Context: an optimization exercise on an open-source flow, tuned for small area and a short achievable clock period. The choices shown serve that exercise and are no tape-out recipe. Function was checked by simulation only, so behaviour that the tests miss may differ from the original.

## flow/design.v (module list and top-level ports; edited modules follow where they fit)
// module nr_temporal: 8188 lines
module nr_temporal (
    input  wire        clk,
    input  wire        rst,
    input  wire        cfg_we,
    input  wire [5:0]  cfg_addr,
    input  wire [31:0] cfg_wdata,
    input  wire        in_valid,
    input  wire [15:0] in_cur,      
    input  wire [15:0] in_ref,      
    input  wire        in_ref_ok,   
    input  wire [1:0]  in_x,        
    input  wire [1:0]  in_y,        
    output reg         out_valid,
    output reg  [15:0] out_pix
);
  // ...
==> flow/flow/run.sh <==
#!/bin/bash
# The standard layout (the standard.sh: standard synthesis and the ORFS
# flow to the final layout), with the input and output port buffers made of
# plain buffers (sky130_fd_sc_hd__buf_2) instead of the resizer's default
# pick. Every port still gets its own buffer.
set -o pipefail
export BUFFER_PORTS_ARGS="-buffer_cell sky130_fd_sc_hd__buf_2"
bash standard.sh finish > standard.log 2>&1
==> flow/standard.sh <==
#!/bin/bash
# synth_recipe.tcl (not shown) runs the flow's synth.tcl, then flattens the netlist and writes it again
# the make line also repeats each setting of config.mk as NAME=value (left out here)
make -C /OpenROAD-flow-scripts/flow DESIGN_CONFIG=/design/flow/config.mk WORK_HOME=/design/flow/orfs CLKGATE_MAP_FILE= SYNTH_SCRIPT=/design/flow/synth_recipe.tcl "${@:-finish}"
==> flow/config.mk <==
export PLATFORM = sky130hd
export DESIGN_NAME = nr_temporal
export DESIGN_NICKNAME = nr_temporal
export VERILOG_FILES = /design/flow/design.v
export SDC_FILE = /design/flow/constraint.sdc
export NUM_CORES = 4
export LEC_CHECK = 0
export CAP_MARGIN = 10
export CORE_MARGIN = 2
export CORE_UTILIZATION = 55
export CTS_CLUSTER_DIAMETER = 80
export CTS_CLUSTER_SIZE = 30
export SLEW_MARGIN = 10
==> flow/constraint.sdc <==
create_clock -name core_clock -period 80.0 [get_ports {clk}]
set_input_delay 16.0000 -clock core_clock [delete_from_list [all_inputs] [get_ports {clk}]]
set_output_delay 16.0000 -clock core_clock [all_outputs]
set_load 0.01 [all_outputs]
==> results_dict.tcl, run 1 <==
set metrics [dict create \
    status "complete, no violations" \
    top_register "nz_e" \
    top_layer "met5" \
    nClkBuffers 48 \
    utilization 0.583 \
    largest_reg_flops 272 \
    dp_hpwl_um 117000 \
    vias 44700 \
    initial_core_util 0.554 \
    inverters 594 \
    num_io_pins 96 \
    cts_setup_buffers 0 \
    clk_pin_slew_ns 0.11 \
    overflow 0 \
    synthDistinctLibCells 81 \
    crit_buf_inv 1 \
    r2r-start "p2_den[0]" \
    io_buffers 87 \
    diodes 0 \
    clock_path_buffers 3 \
    viasPerCell 5.68 \
    syn-cell-area_um2 57200 \
    finalNetCount 7377 \
    synth_nets 7579 \
    fill_cells 9448 \
    ys_warn_count 1 \
    fmax_mhz 58.3 \
    core_area_um2 103000 \
    finalCritPeriodShare 0.214 \
    top_regs "nz_e (272), nz_o (256), p2_num (25)" \
    sh_seq_area 0.274 \
    yosysTopAreaCell "dfxtp_1" \
    htree_levels 2 \
    ys_ff_latch 825 \
]
==> run 2, diff against run 1 <==
--- a/flow/config.mk
+++ b/flow/config.mk
@@ -7,7 +7,7 @@
 export LEC_CHECK = 0
 export CAP_MARGIN = 10
 export CORE_MARGIN = 2
-export CORE_UTILIZATION = 55
-export CTS_CLUSTER_DIAMETER = 80
-export CTS_CLUSTER_SIZE = 30
+export CORE_UTILIZATION = 65
+export CTS_CLUSTER_DIAMETER = 100
+export CTS_CLUSTER_SIZE = 25
 export SLEW_MARGIN = 10
==> run 2 against run 1 <==
Synthesized cell count unchanged. Clock skew barely moved. Core utilization grew 10 points. Sequential share of layout area rose by 0.35 points. Synthesized area unchanged. Non-clock buffer count increased by 9. Design area decreased by 1.3%. Hold slack got worse by 0.012 ns. Final cell count down 3.1%. Routed wire length down 2.8%. Critical endpoint unchanged.
==> results_dict.tcl, run 2 <==
set metrics [dict create \
    grt_pass1_wl_um 251000 \
    synth.most_common_cell "nand2_1" \
    die_h_um 301 \
    utilization 0.684 \
    dieWidth_um 301 \
    yosysTopAreaCellShare 0.289 \
    synth.area.top_cells "dfxtp_1 (29%), fa_1 (18%), nand2_1 (10%)" \
    antenna_left 0 \
    viasPerCell 5.96 \
    io_buffers 87 \
    cts_tree "built" \
    cts_root_buffer "clkbuf_16" \
    synth_ff_type "dfxtp_1" \
    grt_pass1_vias 45400 \
    synthCells 6665 \
    synth_edf_count 0 \
    final-hold-violation-count 0 \
    top_regs "nz_e (272), nz_o (256), p2_num (25)" \
    finalNetCount 7382 \
    clk_pin_slew_ns 0.10 \
    dieArea_um2 90400 \
    synth_common_cells "nand2_1 (1597), dfxtp_1 (825), a21oi_1 (644)" \
    htree_levels 2 \
    grt_start_max_net_pins 105 \
    drc_errors 0 \
    overflow 0 \
    setup_viol 0 \
    regArea_um2 16500 \
    rrSetupSlack_ns 65.04 \
    dr.pass1.iters 6 \
    drive_gt1_frac 0.0653 \
    hold_buffers 0 \
    ys_ff_latch 825 \
    num_rows 108 \
    top_register "nz_e" \
    crit_type "reg2out" \
    hold_class "reg2reg" \
    max_cap_violations 0 \
    cts_sinks 825 \
    grtUsageTotal 0.353 \
    fill_cells 7307 \
    largest_reg_flops 272 \
    mostFrequentLayoutCell "nand2_1" \
    period_needed_ns 17.10 \
    multiInputGateArea_um2 37000 \
    crit_family "flip-flops" \
    gp_congestion 0.926 \
    ys_seq_area_frac 0.289 \
    status "complete, no violations" \
    diodes 0 \
    finalCritPeriodShare 0.214 \
    crit_buf_inv 1 \
    post-route-cell-area_um2 59500 \
    syn-cell-area_um2 57200 \
    end_kind "output port" \
    numCtsBuffers 41 \
    antenna_found_initial 3 \
    ys_warn_count 1 \
    syn_to_final_growth_pct 4.08 \
    syn_area_per_cell_um2 8.58 \
    routed_wl_um 159000 \
    async_flop_share 0 \
    synth_nets 7579 \
    finalClockSkew_ns 0.0737 \
    ctsResizeCount 0 \
    cp.required_ns 64.00 \
    fmax_mhz 58.5 \
    clock_latency_ns 0.66 \
    cts_setup_buffers 0 \
    initial_core_util 0.657 \
    cp_data_arrival_time_ns 1.10 \
    num_io_pins 96 \
    wl_per_cell_um 20.9 \
    tns_ns 0 \
    vias 45500 \
    start_kind "register" \
    clock_path_buffers 3 \
    dpl_cell_area_um2 58300 \
    dp_hpwl_um 114000 \
    synthDistinctLibCells 81 \
    drv_slew 0 \
    relSlewSlack 0.138 \
    rsz0062_at_grt "no" \
    critPathSlowestCell "dfxtp_1" \
    max_stage_delay_ns 0.32 \
    core_area_um2 87000 \
    final_cell_mix "nand2_1 (1597), dfxtp_1 (811), a21oi_1 (644)" \
    worst_slew_pin_slew_ns 1.28 \
    yosysTopAreaCell "dfxtp_1" \
    critPathMaxFanout 1 \
    drt_iter0_markers 4372 \
    path_cells "buf_2" \
]
## run 2: cell families after synthesis
kind of cell	synth area share
AOI/OAI and AO/OA	0.131
xor gates and xnor gates	0.0410
muxes	0.0485
adders and majority gates	0.249
and+or+nand+nor	0.175
buffers and inverters	0.0674
DFF	0.289
## run 2: path summary, 6_finish.rpt
kind,startpoint,cells past startpoint,end
min reg2reg,p2_e[6],0,p3_e[6]
min,p2_e[6],0,p3_e[6]
max,out_valid,1,out_valid
max reg2reg,p2_den[1],53,p3_q[0]
## run 2: per-stage QoR
stage	instances	setup slack (ns)	hold WS (ns)
4_1_cts	7633	62.87	0.323
5_1_grt	7633	62.85	0.330
3_3_place_gp	7580	63.19	0.310
2_1_floorplan	6665	62.92	0.310
3_5_place_dp	7580	63.18	0.312
6_report	7633	62.90	0.322
## run 2: area by class of cell
class | count | area share
flip-flops and latches | 825 | 0.278
clock buffers | 44 | 0.0179
repair buffers | 183 | 0.0194
clock inverters | 9 | 0.00263
multi-input cells | 4823 | 0.621
well taps | 1155 | 0.0243
inverters | 594 | 0.0375
## run 2: worst reg2reg max path: cells and delay by family (launching register included)
family / cells / cell delay (ns)
adders and majority gates: 5 / 1.71
AOI/OAI and AO/OA: 37 / 10.26
buffers and inverters: 4 / 0.61
and+or+nand+nor: 4 / 0.65
muxes: 3 / 1.13
DFF: 1 / 0.50
## run 2: metal layers
| layer | up-vias | share of wire | track usage |
|---|---|---|---|
| met2 | 1773 | 0.47 | 0.585 |
| met1 | 22100 | 0.40 | 0.457 |
| met3 | 389 | 0.076 | 0.0491 |
| met5 | - | 0.000082 | 0 |
| li1 | 21300 | - | - |
| met4 | 2 | 0.054 | 0.170 |
==> run 3, diff against run 2 <==
--- a/flow/config.mk
+++ b/flow/config.mk
@@ -10,4 +10,6 @@
 export CORE_UTILIZATION = 65
 export CTS_CLUSTER_DIAMETER = 100
 export CTS_CLUSTER_SIZE = 25
+export GPL_ROUTABILITY_DRIVEN = 0
+export GPL_TIMING_DRIVEN = 0
 export SLEW_MARGIN = 10
==> run 3 against run 2 <==
Critical path type unchanged. Via count grew 5.9%. Sequential cell count is the same. Setup slack lost 0.016 ns. Fmax is essentially flat. Routed wire length grew 10%. Hold slack lost 0.0019 ns. Synthesized area is the same. Highest routed layer unchanged.
==> results_dict.tcl, run 3 <==
set metrics [dict create \
    grt_start_max_net_pins 26 \
    core_area_um2 87000 \
    antenna_left 0 \
    cts_sinks 825 \
    clock_latency_ns 0.66 \
    cp.required_ns 64.00 \
    path_cells "buf_2" \
    finalClockSkew_ns 0.0489 \
    grt_pass1_vias 47100 \
    final-hold-violation-count 0 \
    min_path_cells 0 \
    syn_area_per_cell_um2 8.58 \
    status "complete, no violations" \
    finalCritPeriodShare 0.214 \
    antenna_found_initial 4 \
    mostFrequentLayoutCell "nand2_1" \
    io_buffers 86 \
    utilization 0.694 \
    dp_hpwl_um 140000 \
    synth_top_family_by_area "adder cells" \
    syn_to_final_growth_pct 5.53 \
    cp_data_arrival_time_ns 1.12 \
    crit_cells 1 \
    clock_path_buffers 3 \
    tns_ns 0 \
    synth_common_cells "nand2_1 (1597), dfxtp_1 (825), a21oi_1 (644)" \
    drc_errors 0 \
    ys_ff_latch 825 \
    end_kind "output port" \
    overflow 0 \
    initial_core_util 0.657 \
    fmax_mhz 58.4 \
    largest_reg_flops 272 \
    synthCells 6665 \
    final_cell_mix "nand2_1 (1597), dfxtp_1 (825), a21oi_1 (644)" \
    fin_ws_ns 62.88 \
    crit_family "flip-flops" \
    numCtsBuffers 43 \
    async_flop_share 0 \
    hold_class "reg2reg" \
    num_rows 108 \
    max_cap_violations 0 \
    num_io_pins 96 \
    fill_cells 7157 \
    relSlewSlack 0.101 \
    ctsResizeCount 0 \
    synth_xor_area_frac 0.0410 \
    routed_wl_um 176000 \
    synth_fa_ha_area_frac 0.249 \
    htree_levels 2 \
    dieArea_um2 90400 \
    start_kind "register" \
    viasPerCell 6.05 \
    critPathMaxFanout 1 \
    syn-cell-area_um2 57200 \
    wl_per_cell_um 22.1 \
    synth_ff_type "dfxtp_1" \
    max_stage_delay_ns 0.36 \
    yosysTopAreaCell "dfxtp_1" \
    drv_slew 0 \
    pre_cts_slack_ns 62.73 \
    synth_edf_count 0 \
    crit_buf_inv 1 \
    synth-compound-area-share 0.131 \
    dr.pass1.iters 7 \
    cts_tree "built" \
    grtUsageTotal 0.389 \
    dieWidth_um 301 \
    ys_seq_area_frac 0.289 \
    clk_pin_slew_ns 0.09 \
    vias 48200 \
    setup_viol 0 \
    r2r_cells 58 \
    die_h_um 301 \
    grt_pass1_wl_um 271000 \
    synth.most_common_cell "nand2_1" \
    critPathSlowestCell "dfxtp_1" \
    muxShareOfSynthArea 0.0485 \
    period_needed_ns 17.12 \
    finalNetCount 7710 \
    worst_slew_pin_slew_ns 1.34 \
    crit_type "reg2out" \
    top_register "nz_e" \
    cts_setup_buffers 0 \
    drive_gt1_frac 0.0455 \
    synth_nets 7579 \
    top_regs "nz_e (272), nz_o (256), p2_num (25)" \
    ys_warn_count 1 \
    placed_cells 7906 \
    instances_no_fill 7963 \
    rsz0062_at_grt "no" \
    synthDistinctLibCells 81 \
    hold_buffers 0 \
    yosysTopAreaCellShare 0.289 \
    drt_iter0_markers 4886 \
    synth_simple_gate_area_frac 0.175 \
    synth.area.top_cells "dfxtp_1 (29%), fa_1 (18%), nand2_1 (10%)" \
    cts_root_buffer "clkbuf_16" \
]
-- run 3: cell count changes in the layout (fill, tap and decap cells not counted), moves of 8 or more --
cell and change:
nor2_1 +8, clkbuf_1 +378, buf_2 +9, dfxtp_1 +14, dfxtp_2 -13, buf_4 -94
nor2_2 -8, buf_1 +27
-- run 3: final timing paths --
kind / from / end / slack [ns]
max: out_pix[1] / out_pix[1] / 62.88
min: p1_c[3] / p2_c[3] / 0.32
max reg2reg: p2_den[1] / p3_q[0] / 65.25
min reg2reg: p1_c[3] / p2_c[3] / 0.32
-- run 3: cell type report --
type | instances | area (µm²) | share of cell area
multi-input cells | 4823 | 36800 | 0.610
well taps | 1155 | 1450 | 0.0239
clock buffers | 43 | 1080 | 0.0178
diodes | 2 | 5.00 | 0.0000829
repair buffers | 86 | 430 | 0.00713
flip-flops and latches | 825 | 16500 | 0.274
clock inverters | 12 | 208 | 0.00344
plain buffers | 423 | 1630 | 0.0269
inverters | 594 | 2230 | 0.0369
-- run 3: cell families after synthesis --
family	count (synthesis)
AND/OR/NAND/NOR	2307
AO/OA/AOI/OAI	1229
buffers and inverters	1017
adder cells (fa/ha/maj)	835
flip-flops	825
XOR/XNOR	268
multiplexers	184
-- run 3: stage by stage --
step	area, µm²	hold WS (ns)
after detailed placement	59100	0.312
after global routing	60400	0.311
after floorplan	57200	0.310
after CTS	60400	0.320
after global placement	59100	0.310
final	60400	0.321
-- run 3: routing by layer --
layer  vias up  share of wire  GRT usage
met5         -        0.00017          0
met4         6          0.070      0.225
met3       569          0.094     0.0714
met2      2432           0.46      0.635
met1     23300           0.38      0.484
li1      21900              -          -
==> run 4, diff against run 3 <==
--- a/flow/flow/run.sh
+++ b/flow/flow/run.sh
@@ -5,4 +5,5 @@
 # pick. Every port still gets its own buffer.
 set -o pipefail
 export BUFFER_PORTS_ARGS="-buffer_cell sky130_fd_sc_hd__buf_2"
+export CTS_BUF_DISTANCE=400
 bash standard.sh finish > standard.log 2>&1
==> flow/config.mk (replaced) <==
export PLATFORM = sky130hd
export DESIGN_NAME = nr_temporal
export DESIGN_NICKNAME = nr_temporal
export VERILOG_FILES = /design/flow/design.v
export SDC_FILE = /design/flow/constraint.sdc
export NUM_CORES = 4
export LEC_CHECK = 0
export CAP_MARGIN = 5
export CORE_MARGIN = 2
export CORE_UTILIZATION = 75
export CTS_CLUSTER_DIAMETER = 100
export CTS_CLUSTER_SIZE = 25
export SLEW_MARGIN = 5
==> run 4 against run 3 <==
Design area decreased by 1.8%. Sequential share of layout area increased by 0.53 points. Critical path type unchanged. Clock skew decreased by 0.014 ns. Register-to-register slack got worse by 0.43 ns.
==> results_dict.tcl, run 4 <==
set metrics [dict create \
    status "complete, no violations" \
    utilization 0.783 \
    finalCritPeriodShare 0.213 \
    antenna_found_initial 0 \
    num_io_pins 96 \
    initial_core_util 0.756 \
    tns_ns 0 \
    hold_buffers 0 \
    cts_sinks 825 \
    crit_type "reg2out" \
    cp_data_arrival_time_ns 1.07 \
    min_to "p3_e[2]" \
    vias 46400 \
    ys_warn_count 1 \
    cts_root_buffer "clkbuf_16" \
    rrSetupSlack_ns 64.82 \
    yosysTopAreaCellShare 0.289 \
    io_buffers 87 \
    die_h_um 280 \
    setup_viol 0 \
    syn_area_per_cell_um2 8.58 \
    finalClockSkew_ns 0.0352 \
    period_needed_ns 17.07 \
    crit_family "flip-flops" \
    hold_class "reg2reg" \
    synth_edf_count 0 \
    crit_buf_inv 1 \
    fill_cells 5488 \
    gp_congestion 0.961 \
    finalNetCount 7378 \
    r2r_cells 54 \
    viasPerCell 6.22 \
    max_cap_violations 0 \
    drive_gt1_frac 0.0629 \
    dr.pass1.iters 8 \
    final-hold-violation-count 0 \
    critPathMaxFanout 1 \
    end_kind "output port" \
    routed_wl_um 154000 \
    post-route-cell-area_um2 59300 \
    synthCells 6665 \
    syn_to_final_growth_pct 3.59 \
    rsz0062_at_grt "no" \
    drc_errors 0 \
    critPathSlowestCell "dfxtp_1" \
    synth_common_cells "nand2_1 (1597), dfxtp_1 (825), a21oi_1 (644)" \
    overflow 0 \
    num_rows 101 \
    final_cell_mix "nand2_1 (1597), dfxtp_1 (819), a21oi_1 (644)" \
    relSlewSlack 0.136 \
    synth.area.top_cells "dfxtp_1 (29%), fa_1 (18%), nand2_1 (10%)" \
    antenna_left 0 \
    ys_seq_area_frac 0.289 \
    synth.most_common_cell "nand2_1" \
    r2r-end "p3_q[0]" \
    numCtsBuffers 41 \
    r2r-start "p2_den[0]" \
    diodes 0 \
    ctsResizeCount 0 \
    grt_start_max_net_pins 222 \
    syn-cell-area_um2 57200 \
    yosysTopAreaCell "dfxtp_1" \
    grtUsageTotal 0.393 \
    path_cells "buf_2" \
    grt_pass1_vias 46200 \
    core_area_um2 75700 \
    clock_latency_ns 0.63 \
    top_regs "nz_e (272), nz_o (256), p2_num (25)" \
    fmax_mhz 58.6 \
    dpl_cell_area_um2 58100 \
    clk_pin_slew_ns 0.10 \
    max_stage_delay_ns 0.33 \
    wl_per_cell_um 20.6 \
    async_flop_share 0 \
    grt_pass1_wl_um 245000 \
    drv_slew 0 \
    worst_slew_pin_slew_ns 1.29 \
    largest_reg_flops 272 \
    dieArea_um2 78500 \
    min_path_cells 0 \
    ys_ff_latch 825 \
    htree_levels 2 \
    synthDistinctLibCells 81 \
    synth_ff_type "dfxtp_1" \
    clock_path_buffers 3 \
    top_register "nz_e" \
    synth_nets 7579 \
    drt_iter0_markers 4377 \
    start_kind "register" \
    dp_hpwl_um 110000 \
    mostFrequentLayoutCell "nand2_1" \
    cts_tree "built" \
    cts_setup_buffers 0 \
    cp.required_ns 64.00 \
    worst_hold_startpoint "p2_e[2]" \
    dieWidth_um 280 \
]
[run 4: kinds of logic (layout without fill, tap and decap cells)]
family                   Yosys count  count (layout)  share of synthesized area
AO/OA/AOI/OAI                   1229            1229                      0.131
adder cells (fa/ha/maj)          835             835                      0.249
flip-flops                       825             825                      0.289
buffers and inverters           1017             825                     0.0674
multiplexers                     184             184                     0.0485
XOR/XNOR                         268             268                     0.0410
AND/OR/NAND/NOR                 2307            2307                      0.175
[run 4: worst max-delay path by stage]
stage | start | to | slack [ns] | cells past startpoint
global placement | in_ref_ok | p0_r[7] | 63.19 | 2
CTS | out_pix[2] | out_pix[2] | 62.90 | 1
floorplan | in_ref_ok | p0_r[0] | 62.92 | 3
global route | out_pix[2] | out_pix[2] | 62.88 | 1
finish | out_pix[2] | out_pix[2] | 62.93 | 1
detailed placement | in_ref_ok | p0_r[6] | 63.16 | 2
[run 4: area by class of cell]
class,count,area [µm²],area share
Timing Repair Buffer,179,1140,0.0192
Clock buffer,44,1070,0.0180
Clock inverter,8,134,0.00226
Multi-Input combinational cell,4823,36900,0.623
Inverter,594,2230,0.0376
Tap cell,978,1220,0.0206
Sequential cell,825,16500,0.279
[run 4: routing by layer]
metal  track usage  share of wire  vias to the layer above
li1              -              -                    21200
met1         0.490           0.37                    22400
met2         0.660           0.48                     2234
met3        0.0644          0.090                      464
met4         0.203          0.058                        0
met5             0              0                        -
[run 4: stage by stage]
step	setup WS (ns)	hold WS [ns]	cells
2_1_floorplan	62.92	0.310	6665
3_3_place_gp	63.19	0.310	7399
3_5_place_dp	63.16	0.312	7399
4_1_cts	62.90	0.316	7451
5_1_grt	62.88	0.314	7451
6_report	62.93	0.315	7451
==> run 5, diff against run 4 <==
--- a/flow/flow/run.sh
+++ b/flow/flow/run.sh
@@ -5,5 +5,4 @@
 # pick. Every port still gets its own buffer.
 set -o pipefail
 export BUFFER_PORTS_ARGS="-buffer_cell sky130_fd_sc_hd__buf_2"
-export CTS_BUF_DISTANCE=400
 bash standard.sh finish > standard.log 2>&1
--- a/flow/config.mk
+++ b/flow/config.mk
@@ -8,6 +8,6 @@
 export CAP_MARGIN = 5
 export CORE_MARGIN = 2
 export CORE_UTILIZATION = 75
-export CTS_CLUSTER_DIAMETER = 100
-export CTS_CLUSTER_SIZE = 25
+export CTS_CLUSTER_DIAMETER = 60
+export CTS_CLUSTER_SIZE = 35
 export SLEW_MARGIN = 5
==> run 5 against run 4 <==
Via count grew 0.58%. Register-to-register slack is essentially flat. Sequential cell count is the same. Largest cell class unchanged. Final cell count grew 0.68%.
==> results_dict.tcl, run 5 <==
set metrics [dict create \
    status "complete, no violations" \
    final-hold-violation-count 0 \
    synthCells 6665 \
    top_regs "nz_e (272), nz_o (256), p2_num (25)" \
    grtUsageTotal 0.397 \
    crit_type "reg2out" \
    muxShareOfSynthArea 0.0485 \
    syn_to_final_growth_pct 5.47 \
    cts_setup_buffers 0 \
    path_cells "buf_2" \
    synth-compound-area-share 0.131 \
    drv_slew 0 \
    fmax_mhz 58.4 \
    max_stage_delay_ns 0.33 \
    htree_levels 2 \
    synth_common_cells "nand2_1 (1597), dfxtp_1 (825), a21oi_1 (644)" \
    crit_cells 1 \
    crit_family "flip-flops" \
    dieWidth_um 280 \
    end_kind "output port" \
    dr.pass1.iters 5 \
    hold_class "reg2reg" \
    overflow 0 \
    cp-startpoint "out_pix[14]" \
    worst_slew_pin_slew_ns 1.29 \
    cp-endpoint "out_pix[14]" \
    fill_cells 5289 \
    min_path_cells 0 \
    gp_congestion 0.961 \
    rrSetupSlack_ns 64.81 \
    period_needed_ns 17.14 \
    top_register "nz_e" \
    syn_area_per_cell_um2 8.58 \
    hold_buffers 0 \
    relSlewSlack 0.136 \
    grt_start_max_net_pins 222 \
    numCtsBuffers 55 \
    drt_iter0_markers 4411 \
    clk_pin_slew_ns 0.11 \
    clock_latency_ns 0.70 \
    synth_fa_ha_area_frac 0.249 \
    cts_sinks 825 \
    grt_pass1_vias 46700 \
    multiInputGateArea_um2 36900 \
    ys_warn_count 1 \
    synth_edf_count 0 \
    dieArea_um2 78500 \
    mostFrequentLayoutCell "nand2_1" \
    r2r-start "p2_den[1]" \
    start_kind "register" \
    max_cap_violations 0 \
    critPathMaxFanout 1 \
    ys_ff_latch 825 \
    setup_viol 0 \
    synth_top_family_by_area "adder cells" \
    core_area_um2 75700 \
    r2r-end "p3_q[0]" \
    antenna_left 0 \
    final_cell_mix "nand2_1 (1597), dfxtp_1 (819), a21oi_1 (644)" \
    finalNetCount 7392 \
    finalClockSkew_ns 0.0791 \
    yosysTopAreaCell "dfxtp_1" \
    grt_pass1_wl_um 247000 \
    r2r_cells 53 \
    num_rows 101 \
    critPathSlowestCell "dfxtp_1" \
    cp.required_ns 64.00 \
    crit_buf_inv 1 \
    drc_errors 0 \
    synthDistinctLibCells 81 \
    ctsResizeCount 0 \
    drive_gt1_frac 0.0704 \
    post-route-cell-area_um2 60300 \
    synth.area.top_cells "dfxtp_1 (29%), fa_1 (18%), nand2_1 (10%)" \
    synth_xor_area_frac 0.0410 \
    synth_simple_gate_area_frac 0.175 \
    vias 46600 \
    antenna_found_initial 1 \
    num_io_pins 96 \
    finalCritPeriodShare 0.214 \
    async_flop_share 0 \
    diodes 0 \
    rsz0062_at_grt "no" \
    io_buffers 87 \
    yosysTopAreaCellShare 0.289 \
    viasPerCell 6.21 \
    synth_nets 7579 \
    regArea_um2 16500 \
    ys_seq_area_frac 0.289 \
    die_h_um 280 \
    dp_hpwl_um 110000 \
    wl_per_cell_um 20.6 \
    cts_tree "built" \
    initial_core_util 0.756 \
    synth_ff_type "dfxtp_1" \
    synth.most_common_cell "nand2_1" \
    cts_root_buffer "clkbuf_16" \
    cp_data_arrival_time_ns 1.14 \
    syn-cell-area_um2 57200 \
    clock_path_buffers 3 \
    routed_wl_um 155000 \
    largest_reg_flops 272 \
    dpl_cell_area_um2 58100 \
    tns_ns 0 \
]
-- run 5: cell count changes in the layout (fill, tap and decap cells not counted) --
cell and change:
inv_6 +3, clkinvlp_4 -1, bufinv_16 +2, inv_12 +10, clkbuf_16 +13, inv_16 +7
clkinv_4 +1, clkbuf_1 -1, clkinv_8 +5, clkinv_16 +8, inv_8 +4
-- run 5: layout make-up --
| type | instances | area share |
|---|---|---|
| Multi-Input combinational cell | 4823 | 0.612 |
| Tap cell | 978 | 0.0203 |
| Timing Repair Buffer | 179 | 0.0189 |
| Sequential cell | 825 | 0.274 |
| Clock buffer | 56 | 0.0230 |
| Clock inverter | 47 | 0.0148 |
| Inverter | 594 | 0.0370 |
-- run 5: metal layers --
metal,vias to the layer above,part of all wire,GRT usage
met4,0,0.061,0.218
met2,2202,0.48,0.662
met3,509,0.089,0.0724
li1,21300,-,-
met1,22600,0.37,0.489
met5,-,0,0.000625
-- run 5: worst min-delay path by stage --
stage | start | endpoint
after floorplan | p0_xy[0] | p1_xy[0]
after global placement | p2_c[11] | p3_c[11]
after detailed placement | p1_c[2] | p2_c[2]
after CTS | p2_q | p3_q[5]
after global routing | p2_q | p3_q[5]
final | p2_q | p3_q[5]
-- run 5: kinds of logic (layout without fill, tap and decap cells) --
family,count (synthesis),count (layout)
flops,825,825
xor+xnor,268,268
simple gates,2307,2307
buf+inv,1017,876
compound gates,1229,1229
fa+ha+maj,835,835
mux,184,184
-- run 5: through the flow --
step	instances	setup WS [ns]	hold WS, ns	util
detailed placement	7399	63.16	0.312	0.767
global placement	7399	63.19	0.310	0.767
global route	7502	62.82	0.311	0.797
finish	7502	62.86	0.309	0.797
floorplan	6665	62.92	0.310	-
CTS	7502	62.84	0.314	0.797
==> run 6, diff against run 5 <==
--- a/flow/config.mk
+++ b/flow/config.mk
@@ -9,5 +9,5 @@
 export CORE_MARGIN = 2
 export CORE_UTILIZATION = 75
 export CTS_CLUSTER_DIAMETER = 60
-export CTS_CLUSTER_SIZE = 35
+export CTS_CLUSTER_SIZE = 20
 export SLEW_MARGIN = 5
==> run 6 against run 5 <==
Still clean. First-iteration DRC count rose by 1.7%. Final cell count is essentially flat. Global-route usage rose by 0.061 points. Design area shrank 0.35%. Count of clock-buffer cells in the layout rose by 7. Register-to-register slack about the same. Sequential share of layout area rose by 0.096 points. Synthesized cell count unchanged. Synthesized area stayed put. Die area unchanged.
==> results_dict.tcl, run 6 <==
set metrics [dict create \
    routed_wl_um 155000 \
    htree_levels 2 \
    cts_sinks 825 \
    setup_viol 0 \
    grtUsageTotal 0.397 \
    syn_area_per_cell_um2 8.58 \
    synth_common_cells "nand2_1 (1597), dfxtp_1 (825), a21oi_1 (644)" \
    cp.required_ns 64.00 \
    numCtsBuffers 59 \
    dieWidth_um 280 \
    ctsResizeCount 0 \
    synth.area.top_cells "dfxtp_1 (29%), fa_1 (18%), nand2_1 (10%)" \
    clock_latency_ns 0.71 \
    yosysTopAreaCellShare 0.289 \
    max_cap_violations 0 \
    grt_pass1_vias 46900 \
    final-hold-violation-count 0 \
    critPathMaxFanout 1 \
    dr.pass1.iters 6 \
    path_cells "buf_2" \
    grtUsageMet2 0.659 \
    hold_class "reg2reg" \
    grt_util_met3 0.0698 \
    async_flop_share 0 \
    vias 46700 \
    dp_hpwl_um 110000 \
    clock_path_buffers 3 \
    synth.most_common_cell "nand2_1" \
    drive_gt1_frac 0.0695 \
    status "complete, no violations" \
    syn_to_final_growth_pct 5.10 \
    die_h_um 280 \
    finalCritPeriodShare 0.214 \
    ys_seq_area_frac 0.289 \
    final_cell_mix "nand2_1 (1597), dfxtp_1 (819), a21oi_1 (644)" \
    clk_pin_slew_ns 0.07 \
    mostFrequentLayoutCell "nand2_1" \
    drc_errors 0 \
    tns_ns 0 \
    num_rows 101 \
    start_kind "register" \
    grt_start_max_net_pins 222 \
    initial_core_util 0.756 \
    fin_ws_ns 62.88 \
    top_register "nz_e" \
    pre_cts_slack_ns 63.16 \
    crit_family "flip-flops" \
    synth_edf_count 0 \
    core_area_um2 75700 \
    wl_per_cell_um 20.7 \
    gp_congestion 0.961 \
    num_io_pins 96 \
    fmax_mhz 58.4 \
    relSlewSlack 0.120 \
    multiInputGateArea_um2 36900 \
    drv_slew 0 \
    grt.busiest_layer "met2" \
    post-route-cell-area_um2 60100 \
    synthCells 6665 \
    cts_setup_buffers 0 \
    crit_buf_inv 1 \
    crit_cells 1 \
    hold_ws_ns 0.303 \
    cp-startpoint "out_valid" \
    drt_iter0_markers 4488 \
    viasPerCell 6.22 \
    finalNetCount 7396 \
    utilization 0.794 \
    r2r-start "p2_den[1]" \
    syn-cell-area_um2 57200 \
    dpl_cell_area_um2 58100 \
    r2r_cells 53 \
    worst_slew_pin_slew_ns 1.31 \
    grt_pass1_wl_um 248000 \
    synth_ff_type "dfxtp_1" \
    cp_data_arrival_time_ns 1.12 \
    cts_root_buffer "clkbuf_16" \
    regArea_um2 16500 \
    synthDistinctLibCells 81 \
    fill_cells 5322 \
    top_regs "nz_e (272), nz_o (256), p2_num (25)" \
    io_buffers 87 \
    rsz0062_at_grt "no" \
    ys_warn_count 1 \
    end_kind "output port" \
    dieArea_um2 78500 \
    critPathSlowestCell "dfxtp_1" \
    antenna_left 0 \
    r2r-end "p3_q[0]" \
    cts_tree "built" \
    yosysTopAreaCell "dfxtp_1" \
    largest_reg_flops 272 \
    ys_ff_latch 825 \
    overflow 0 \
    synth_nets 7579 \
    use_met1 0.489 \
    max_stage_delay_ns 0.31 \
    crit_type "reg2out" \
    hold_buffers 0 \
    rrSetupSlack_ns 64.80 \
    period_needed_ns 17.12 \
    cp-endpoint "out_valid" \
    antenna_found_initial 4 \
    finalClockSkew_ns 0.0728 \
]
## run 6: worst register-to-register path, delay by kind of cell, from the launching register on
family,cells,cell delay [ns]
mux,3,1.15
fa+ha+maj,5,1.71
flops,1,0.48
buf+inv,4,0.62
compound gates,37,10.45
simple gates,4,0.68
## run 6: worst min-delay path by stage
| stage | from | end | slack [ns] | cells past startpoint |
|---|---|---|---|---|
| 4_1_cts | p2_e[5] | p3_e[5] | 0.29 | 0 |
| 3_3_place_gp | p2_c[11] | p3_c[11] | 0.31 | 0 |
| 2_1_floorplan | p0_xy[0] | p1_xy[0] | 0.31 | 0 |
| 3_5_place_dp | p1_c[2] | p2_c[2] | 0.31 | 0 |
| 5_1_grt | p2_c[0] | p3_c[0] | 0.29 | 0 |
| 6_report | p2_e[5] | p3_e[5] | 0.30 | 0 |
## run 6: cells by family after synthesis
kind of cell               after synthesis  synth area share
AOI/OAI and AO/OA                     1229             0.131
xor gates and xnor gates               268            0.0410
adders and majority gates              835             0.249
buffers and inverters                 1017            0.0674
DFF                                    825             0.289
muxes                                  184            0.0485
and+or+nand+nor                       2307             0.175
## run 6: cell type report
class                   instances  share of cell area
multi-input cells            4823               0.614
flip-flops and latches        825               0.275
inverters                     594              0.0371
clock buffers                  63              0.0253
well taps                     978              0.0203
repair buffers                179              0.0189
clock inverters                35             0.00907
diodes                          1           0.0000416
## run 6: per-layer routing
layer,vias to the layer above,part of all wire,wire (µm)
li1,21300,-,-
met1,22600,0.37,57100
met2,2237,0.48,73900
met3,532,0.090,14000
met4,4,0.063,9820
met5,-,0.00019,30
## run 6: metrics by stage
| stage | std cells |
|---|---|
| CTS | 7497 |
| global route | 7497 |
| floorplan | 6665 |
| finish | 7498 |
| detailed placement | 7399 |
| global placement | 7399 |
==> run 7, diff against run 6 <==
--- a/flow/config.mk
+++ b/flow/config.mk
@@ -8,6 +8,6 @@
 export CAP_MARGIN = 5
 export CORE_MARGIN = 2
 export CORE_UTILIZATION = 75
-export CTS_CLUSTER_DIAMETER = 60
-export CTS_CLUSTER_SIZE = 20
+export CTS_CLUSTER_DIAMETER = 150
+export CTS_CLUSTER_SIZE = 25
 export SLEW_MARGIN = 5
==> run 7 against run 6 <==
Still clean on timing, DRC and antenna. First-iteration DRC count decreased by 1.8%. Via count decreased by 1.0%. Design area decreased by 1.8%. Sequential cell count unchanged. Non-clock buffer count unchanged. Fmax increased by 0.45%. Critical path type unchanged.
==> results_dict.tcl, run 7 <==
set metrics [dict create \
    start_kind "register" \
    hold_class "reg2reg" \
    grt_start_max_net_pins 222 \
    antenna_left 0 \
    finalCritPeriodShare 0.213 \
    cp-startpoint "out_pix[2]" \
    setup_viol 0 \
    r2r-start "p2_den[1]" \
    crit_family "flip-flops" \
    top_register "nz_e" \
    ctsResizeCount 0 \
    dp_hpwl_um 110000 \
    rrSetupSlack_ns 64.86 \
    finalClockSkew_ns 0.0240 \
    cts_tree "built" \
    status "complete, no violations" \
    yosysTopAreaCellShare 0.289 \
    max_stage_delay_ns 0.33 \
    synth.area.top_cells "dfxtp_1 (29%), fa_1 (18%), nand2_1 (10%)" \
    wl_per_cell_um 20.6 \
    synth_ff_type "dfxtp_1" \
    final-hold-violation-count 0 \
    num_rows 101 \
    die_h_um 280 \
    syn-cell-area_um2 57200 \
    path_cells "buf_2" \
    synth_edf_count 0 \
    top_regs "nz_e (272), nz_o (256), p2_num (25)" \
    cts_setup_buffers 0 \
    pre_cts_slack_ns 63.16 \
    routed_wl_um 153000 \
    viasPerCell 6.21 \
    relSlewSlack 0.141 \
    instances_no_fill 7441 \
    hold_buffers 0 \
    worst_hold_startpoint "p2_c[11]" \
    fmax_mhz 58.7 \
    period_needed_ns 17.04 \
    cts_sinks 825 \
    cp.required_ns 64.00 \
    cts_root_buffer "clkbuf_16" \
    antenna_found_initial 2 \
    hold_ws_ns 0.326 \
    async_flop_share 0 \
    drive_gt1_frac 0.0613 \
    finalNetCount 7375 \
    max_cap_violations 0 \
    clock_latency_ns 0.61 \
    mostFrequentLayoutCell "nand2_1" \
    rsz0062_at_grt "no" \
    utilization 0.780 \
    drv_slew 0 \
    numCtsBuffers 38 \
    gp_congestion 0.961 \
    final_cell_mix "nand2_1 (1597), dfxtp_1 (819), a21oi_1 (644)" \
    dieWidth_um 280 \
    htree_levels 2 \
    grtUsageTotal 0.393 \
    grt_pass1_wl_um 245000 \
    largest_reg_flops 272 \
    cp_data_arrival_time_ns 1.04 \
    fin_ws_ns 62.96 \
    tns_ns 0 \
    initial_core_util 0.756 \
    dr.pass1.iters 8 \
    fill_cells 5528 \
    crit_type "reg2out" \
    vias 46200 \
    drt_iter0_markers 4407 \
    end_kind "output port" \
    critPathSlowestCell "dfxtp_1" \
    num_io_pins 96 \
    ys_warn_count 1 \
    ys_seq_area_frac 0.289 \
    synthCells 6665 \
    critPathMaxFanout 1 \
    synthDistinctLibCells 81 \
    syn_area_per_cell_um2 8.58 \
    dieArea_um2 78500 \
    ys_ff_latch 825 \
    drc_errors 0 \
    crit_buf_inv 1 \
    core_area_um2 75700 \
    clk_pin_slew_ns 0.09 \
    syn_to_final_growth_pct 3.22 \
    yosysTopAreaCell "dfxtp_1" \
    overflow 0 \
    clock_path_buffers 3 \
    synth.most_common_cell "nand2_1" \
    grt_pass1_vias 46200 \
    placed_cells 7399 \
    synth_common_cells "nand2_1 (1597), dfxtp_1 (825), a21oi_1 (644)" \
    worst_slew_pin_slew_ns 1.28 \
    synth_nets 7579 \
    post-route-cell-area_um2 59100 \
    io_buffers 87 \
    dpl_cell_area_um2 58100 \
]
run 7: cells by family (layout without fill, tap and decap cells):
family / Yosys count / in the layout / share of synthesized area
simple gates: 2307 / 2307 / 0.175
compound gates: 1229 / 1229 / 0.131
buf+inv: 1017 / 814 / 0.0674
fa+ha+maj: 835 / 835 / 0.249
flops: 825 / 825 / 0.289
xor+xnor: 268 / 268 / 0.0410
mux: 184 / 184 / 0.0485
other cells: 0 / 1 / 0
run 7: area by class of cell:
cell class / count / area (µm²) / share of cell area
inverters: 594 / 2230 / 0.0378
clock inverters: 1 / 8.76 / 0.000148
well taps: 978 / 1220 / 0.0207
multi-input cells: 4823 / 36900 / 0.626
diodes: 1 / 2.50 / 0.0000424
flip-flops and latches: 825 / 16500 / 0.280
clock buffers: 40 / 980 / 0.0166
repair buffers: 179 / 1140 / 0.0193
run 7: routing by layer:
metal / vias to the layer above / global-route usage / share of wire
li1: 21200 / - / -
met1: 22300 / 0.490 / 0.37
met2: 2158 / 0.658 / 0.48
met3: 468 / 0.0646 / 0.088
met4: 2 / 0.210 / 0.059
met5: - / 0 / 0.000085
run 7: path summary, 6_finish.rpt:
| check | end | depth (start not counted) |
|---|---|---|
| worst max-delay path | out_pix[2] | 1 |
| worst min-delay path | p3_c[11] | 0 |
| worst max register to register | p3_q[0] | 53 |
| worst min register to register | p3_c[11] | 0 |
==> run 8, diff against run 7 <==
--- a/flow/config.mk
+++ b/flow/config.mk
@@ -8,6 +8,6 @@
 export CAP_MARGIN = 5
 export CORE_MARGIN = 2
 export CORE_UTILIZATION = 75
-export CTS_CLUSTER_DIAMETER = 150
+export CTS_CLUSTER_DIAMETER = 100
 export CTS_CLUSTER_SIZE = 25
 export SLEW_MARGIN = 5
==> run 8 against run 7 <==
Highest routed layer is now met4. Critical endpoint unchanged. Critical path type unchanged. Synthesized area unchanged. Hold slack worse by 0.011 ns. Setup slack lost 0.025 ns. Via count increased by 0.34%. Global-route usage decreased by 0.071 points. Still clean. Sequential share of layout area down 0.10 points. First-iteration DRC count shrank 0.68%. Critical path depth stayed put. Largest cell class unchanged. Routed wire length rose by 0.37%.
==> results_dict.tcl, run 8 <==
set metrics [dict create \
    synth_nets 7579 \
    critPathSlowestCell "dfxtp_1" \
    setup_viol 0 \
    dr.pass1.iters 8 \
    crit_family "flip-flops" \
    r2r-start "p2_den[0]" \
    cts_tree "built" \
    path_cells "buf_2" \
    cp-endpoint "out_pix[2]" \
    num_rows 101 \
    cts_root_buffer "clkbuf_16" \
    cts_setup_buffers 0 \
    synthCells 6665 \
    dieWidth_um 280 \
    cp.required_ns 64.00 \
    final-hold-violation-count 0 \
    drt_iter0_markers 4377 \
    ys_warn_count 1 \
    dpl_cell_area_um2 58100 \
    drc_errors 0 \
    synth.most_common_cell "nand2_1" \
    viasPerCell 6.22 \
    ys_ff_latch 825 \
    utilization 0.783 \
    synth_edf_count 0 \
    wl_per_cell_um 20.6 \
    fill_cells 5488 \
    final_cell_mix "nand2_1 (1597), dfxtp_1 (819), a21oi_1 (644)" \
    hold_buffers 0 \
    htree_levels 2 \
    crit_buf_inv 1 \
    crit_cells 1 \
    grt_start_max_net_pins 222 \
    finalCritPeriodShare 0.213 \
    top_layer "met4" \
    yosysTopAreaCellShare 0.289 \
    core_area_um2 75700 \
    route.met3.wl_um 13800 \
    syn_to_final_growth_pct 3.59 \
    r2r-end "p3_q[0]" \
    antenna_left 0 \
    routed_wl_um 154000 \
    worst_slew_pin_slew_ns 1.29 \
    antenna_found_initial 0 \
    mostFrequentLayoutCell "nand2_1" \
    max_stage_delay_ns 0.33 \
    gp_congestion 0.961 \
    syn-cell-area_um2 57200 \
    rrSetupSlack_ns 64.82 \
    vias 46400 \
    drv_slew 0 \
    multiInputGateArea_um2 36900 \
    clock_path_buffers 3 \
    syn_area_per_cell_um2 8.58 \
    initial_core_util 0.756 \
    synthDistinctLibCells 81 \
    largest_reg_flops 272 \
    synth.area.top_cells "dfxtp_1 (29%), fa_1 (18%), nand2_1 (10%)" \
    top_register "nz_e" \
    grt_pass1_vias 46200 \
    finalClockSkew_ns 0.0352 \
    ys_seq_area_frac 0.289 \
    io_buffers 87 \
    period_needed_ns 17.07 \
    status "complete, no violations" \
    cp-startpoint "out_pix[2]" \
    synth_common_cells "nand2_1 (1597), dfxtp_1 (825), a21oi_1 (644)" \
    relSlewSlack 0.136 \
    rsz0062_at_grt "no" \
    yosysTopAreaCell "dfxtp_1" \
    clk_pin_slew_ns 0.10 \
    post-route-cell-area_um2 59300 \
    crit_type "reg2out" \
    m1WireLength_um 57300 \
    drive_gt1_frac 0.0629 \
    regArea_um2 16500 \
    num_io_pins 96 \
    diodes 0 \
    ctsResizeCount 0 \
    dp_hpwl_um 110000 \
    top_regs "nz_e (272), nz_o (256), p2_num (25)" \
    async_flop_share 0 \
    clock_latency_ns 0.63 \
    numCtsBuffers 41 \
    wl_met2_um 73700 \
    cp_data_arrival_time_ns 1.07 \
    end_kind "output port" \
    grt_pass1_wl_um 245000 \
    hold_class "reg2reg" \
    critPathMaxFanout 1 \
    dieArea_um2 78500 \
    fmax_mhz 58.6 \
    cts_sinks 825 \
    overflow 0 \
    start_kind "register" \
    max_cap_violations 0 \
    die_h_um 280 \
    tns_ns 0 \
    grtUsageTotal 0.393 \
    r2r_cells 54 \
    synth_ff_type "dfxtp_1" \
    finalNetCount 7378 \
]
[run 8: cell counts after synthesis]
No cell type changed its count.
[run 8: area by class of cell]
type | instances | share of cell area
multi-input cells | 4823 | 0.623
flip-flops and latches | 825 | 0.279
inverters | 594 | 0.0376
well taps | 978 | 0.0206
repair buffers | 179 | 0.0192
clock buffers | 44 | 0.0180
clock inverters | 8 | 0.00226
[run 8: how the worst min path moves through the flow]
stage | startpoint | endpoint | slack [ns] | depth (start not counted)
after global placement | p2_c[11] | p3_c[11] | 0.31 | 0
final | p2_e[2] | p3_e[2] | 0.32 | 0
after detailed placement | p1_c[2] | p2_c[2] | 0.31 | 0
after CTS | p2_e[2] | p3_e[2] | 0.32 | 0
after floorplan | p0_xy[0] | p1_xy[0] | 0.31 | 0
after global routing | p2_e[2] | p3_e[2] | 0.31 | 0
[run 8: kinds of logic after synthesis]
kind of cell	after synthesis	synth area share
compound gates	1229	0.131
xor+xnor	268	0.0410
fa+ha+maj	835	0.249
buf+inv	1017	0.0674
flops	825	0.289
mux	184	0.0485
simple gates	2307	0.175
[run 8: layer usage]
layer | vias to the layer above | track usage
met5 | - | 0
met3 | 464 | 0.0644
met4 | 0 | 0.203
met1 | 22400 | 0.490
li1 | 21200 | -
met2 | 2234 | 0.660
[run 8: through the flow]
stage	worst slack [ns]	hold WS, ns	std cells
2_1_floorplan	62.92	0.310	6665
3_3_place_gp	63.19	0.310	7399
3_5_place_dp	63.16	0.312	7399
4_1_cts	62.90	0.316	7451
5_1_grt	62.88	0.314	7451
6_report	62.93	0.315	7451
==> run 9, diff against run 8 <==
--- a/flow/config.mk
+++ b/flow/config.mk
@@ -9,5 +9,5 @@
 export CORE_MARGIN = 2
 export CORE_UTILIZATION = 75
 export CTS_CLUSTER_DIAMETER = 100
-export CTS_CLUSTER_SIZE = 25
+export CTS_CLUSTER_SIZE = 30
 export SLEW_MARGIN = 5
==> run 9 against run 8 <==
Routed wire length fell by 0.60%. Synthesized area did not move. Still clean. Largest cell class unchanged.
==> results_dict.tcl, run 9 <==
set metrics [dict create \
    critPathMaxFanout 1 \
    grt_pass1_vias 46300 \
    antenna_found_initial 1 \
    max_stage_delay_ns 0.33 \
    synth_nets 7579 \
    num_io_pins 96 \
    synth.area.top_cells "dfxtp_1 (29%), fa_1 (18%), nand2_1 (10%)" \
    fill_cells 5474 \
    hold_ws_ns 0.315 \
    initial_core_util 0.756 \
    period_needed_ns 17.07 \
    min_to "p3_e[2]" \
    end_kind "output port" \
    rsz0062_at_grt "no" \
    post-route-cell-area_um2 59200 \
    status "complete, no violations" \
    crit_family "flip-flops" \
    fin_ws_ns 62.93 \
    ys_warn_count 1 \
    finalClockSkew_ns 0.0429 \
    r2r_cells 54 \
    synth.most_common_cell "nand2_1" \
    max_cap_violations 0 \
    setup_viol 0 \
    die_h_um 280 \
    worst_slew_pin_slew_ns 1.27 \
    wl_per_cell_um 20.5 \
    cts_sinks 825 \
    final_cell_mix "nand2_1 (1597), dfxtp_1 (819), a21oi_1 (644)" \
    tns_ns 0 \
    drive_gt1_frac 0.0629 \
    htree_levels 2 \
    yosysTopAreaCellShare 0.289 \
    dr.pass1.iters 6 \
    syn_area_per_cell_um2 8.58 \
    clock_latency_ns 0.63 \
    drv_slew 0 \
    diodes 0 \
    synth_ff_type "dfxtp_1" \
    ys_seq_area_frac 0.289 \
    start_kind "register" \
    dieWidth_um 280 \
    async_flop_share 0 \
    io_buffers 87 \
    instances_no_fill 7450 \
    placed_cells 7399 \
    utilization 0.782 \
    top_regs "nz_e (272), nz_o (256), p2_num (25)" \
    path_cells "buf_2" \
    rrSetupSlack_ns 64.89 \
    vias 46200 \
    dpl_cell_area_um2 58100 \
    cts_root_buffer "clkbuf_16" \
    ctsResizeCount 0 \
    grt_start_max_net_pins 222 \
    synthDistinctLibCells 81 \
    grt_pass1_wl_um 245000 \
    pre_cts_slack_ns 63.16 \
    numCtsBuffers 37 \
    cts_tree "built" \
    min_path_cells 0 \
    antenna_left 0 \
    gp_congestion 0.961 \
    syn-cell-area_um2 57200 \
    finalCritPeriodShare 0.213 \
    core_area_um2 75700 \
    overflow 0 \
    worst_hold_startpoint "p2_e[2]" \
    cp_data_arrival_time_ns 1.07 \
    cts_setup_buffers 0 \
    clk_pin_slew_ns 0.11 \
    largest_reg_flops 272 \
    mostFrequentLayoutCell "nand2_1" \
    final-hold-violation-count 0 \
    relSlewSlack 0.150 \
    top_register "nz_e" \
    r2r-end "p3_q[0]" \
    fmax_mhz 58.6 \
    drc_errors 0 \
    synthCells 6665 \
    yosysTopAreaCell "dfxtp_1" \
    viasPerCell 6.21 \
    critPathSlowestCell "dfxtp_1" \
    hold_buffers 0 \
    syn_to_final_growth_pct 3.51 \
    crit_type "reg2out" \
    clock_path_buffers 3 \
    dieArea_um2 78500 \
    hold_class "reg2reg" \
    crit_buf_inv 1 \
    drt_iter0_markers 4480 \
    synth_common_cells "nand2_1 (1597), dfxtp_1 (825), a21oi_1 (644)" \
    routed_wl_um 153000 \
    r2r-start "p2_den[0]" \
    ys_ff_latch 825 \
    cp.required_ns 64.00 \
    num_rows 101 \
    grtUsageTotal 0.392 \
    dp_hpwl_um 110000 \
    finalNetCount 7374 \
    synth_edf_count 0 \
]
==> run 9: final cells by class <==
type,instances,area [µm²],share of cell area
clock buffers,40,978,0.0165
flip-flops and latches,825,16500,0.279
inverters,594,2230,0.0377
clock inverters,11,178,0.00300
well taps,978,1220,0.0207
repair buffers,179,1140,0.0192
multi-input cells,4823,36900,0.624
==> run 9: cell families after synthesis <==
logic type | synth area share
xor+xnor | 0.0410
flops | 0.289
fa+ha+maj | 0.249
buf+inv | 0.0674
compound gates | 0.131
simple gates | 0.175
mux | 0.0485
==> run 9: worst max-delay path by stage <==
stage	start	endpoint	slack, ns	cells after the start
floorplan	in_ref_ok	p0_r[0]	62.92	3
global placement	in_ref_ok	p0_r[7]	63.19	2
detailed placement	in_ref_ok	p0_r[6]	63.16	2
CTS	out_pix[2]	out_pix[2]	62.89	1
global route	out_pix[2]	out_pix[2]	62.88	1
finish	out_pix[2]	out_pix[2]	62.93	1
==> run 9: worst reg2reg max path: cells and delay by family (launching register included) <==
family                     cells  cell delay (ns)
muxes                          3             1.17
DFF                            1             0.44
buffers and inverters          4             0.53
AOI/OAI and AO/OA             37            10.31
adders and majority gates      6             1.86
and+or+nand+nor                4             0.66
==> run 9: per-layer routing <==
layer,routed length (µm),track usage,vias up
li1,-,-,21200
met1,57500,0.488,22400
met2,73600,0.657,2127
met3,12900,0.0656,472
met4,8880,0.207,0
met5,0,0,-

-- separate check: timing with driven ports --
The flow's constraints put no driver on any port. The routed layouts listed below were extracted and timed again, unchanged, in two steps. Step 1 assumes that a clkbuf_16 drives the clock port and a buf_2 every other input. Step 2, shift: input delay + t, output delay - t, t = (earliest + latest rising clock arrival at the registers) / 2. This alone moves slack from input paths to output paths. Slacks: no drivers / after step 1 / after step 2; pairs: no drivers / after step 1.
| run | shift t [ns] | slack for setup (ns) | worst slew at a driven data input, ns |
|---|---|---|---|
| run 1 | 0.748 | 62.860 / 62.781 / 63.164 | 0.12 |
| run 2 | 0.702 | 62.897 / 62.821 / 63.164 | 0.04 |
| run 3 | 0.704 | 62.881 / 62.805 / 62.686 | 0.05 |
| run 4 | 0.682 | 62.932 / 62.863 / 63.136 | 0.05 |
| run 5 | 0.730 | 62.864 / 62.792 / 63.183 | 0.05 |
| run 6 | 0.742 | 62.881 / 62.807 / 63.142 | 0.05 |
| run 7 | 0.667 | 62.957 / 62.885 / 63.127 | 0.05 |
| run 8 | 0.682 | 62.932 / 62.863 / 63.136 | 0.05 |
| run 9 | 0.678 | 62.932 / 62.858 / 63.137 | 0.05 |
After both steps setup and hold are still met in every run listed. The setup slack of run 3, which loses most, moves by -0.076 ns with the drivers and by -0.195 ns with both steps.
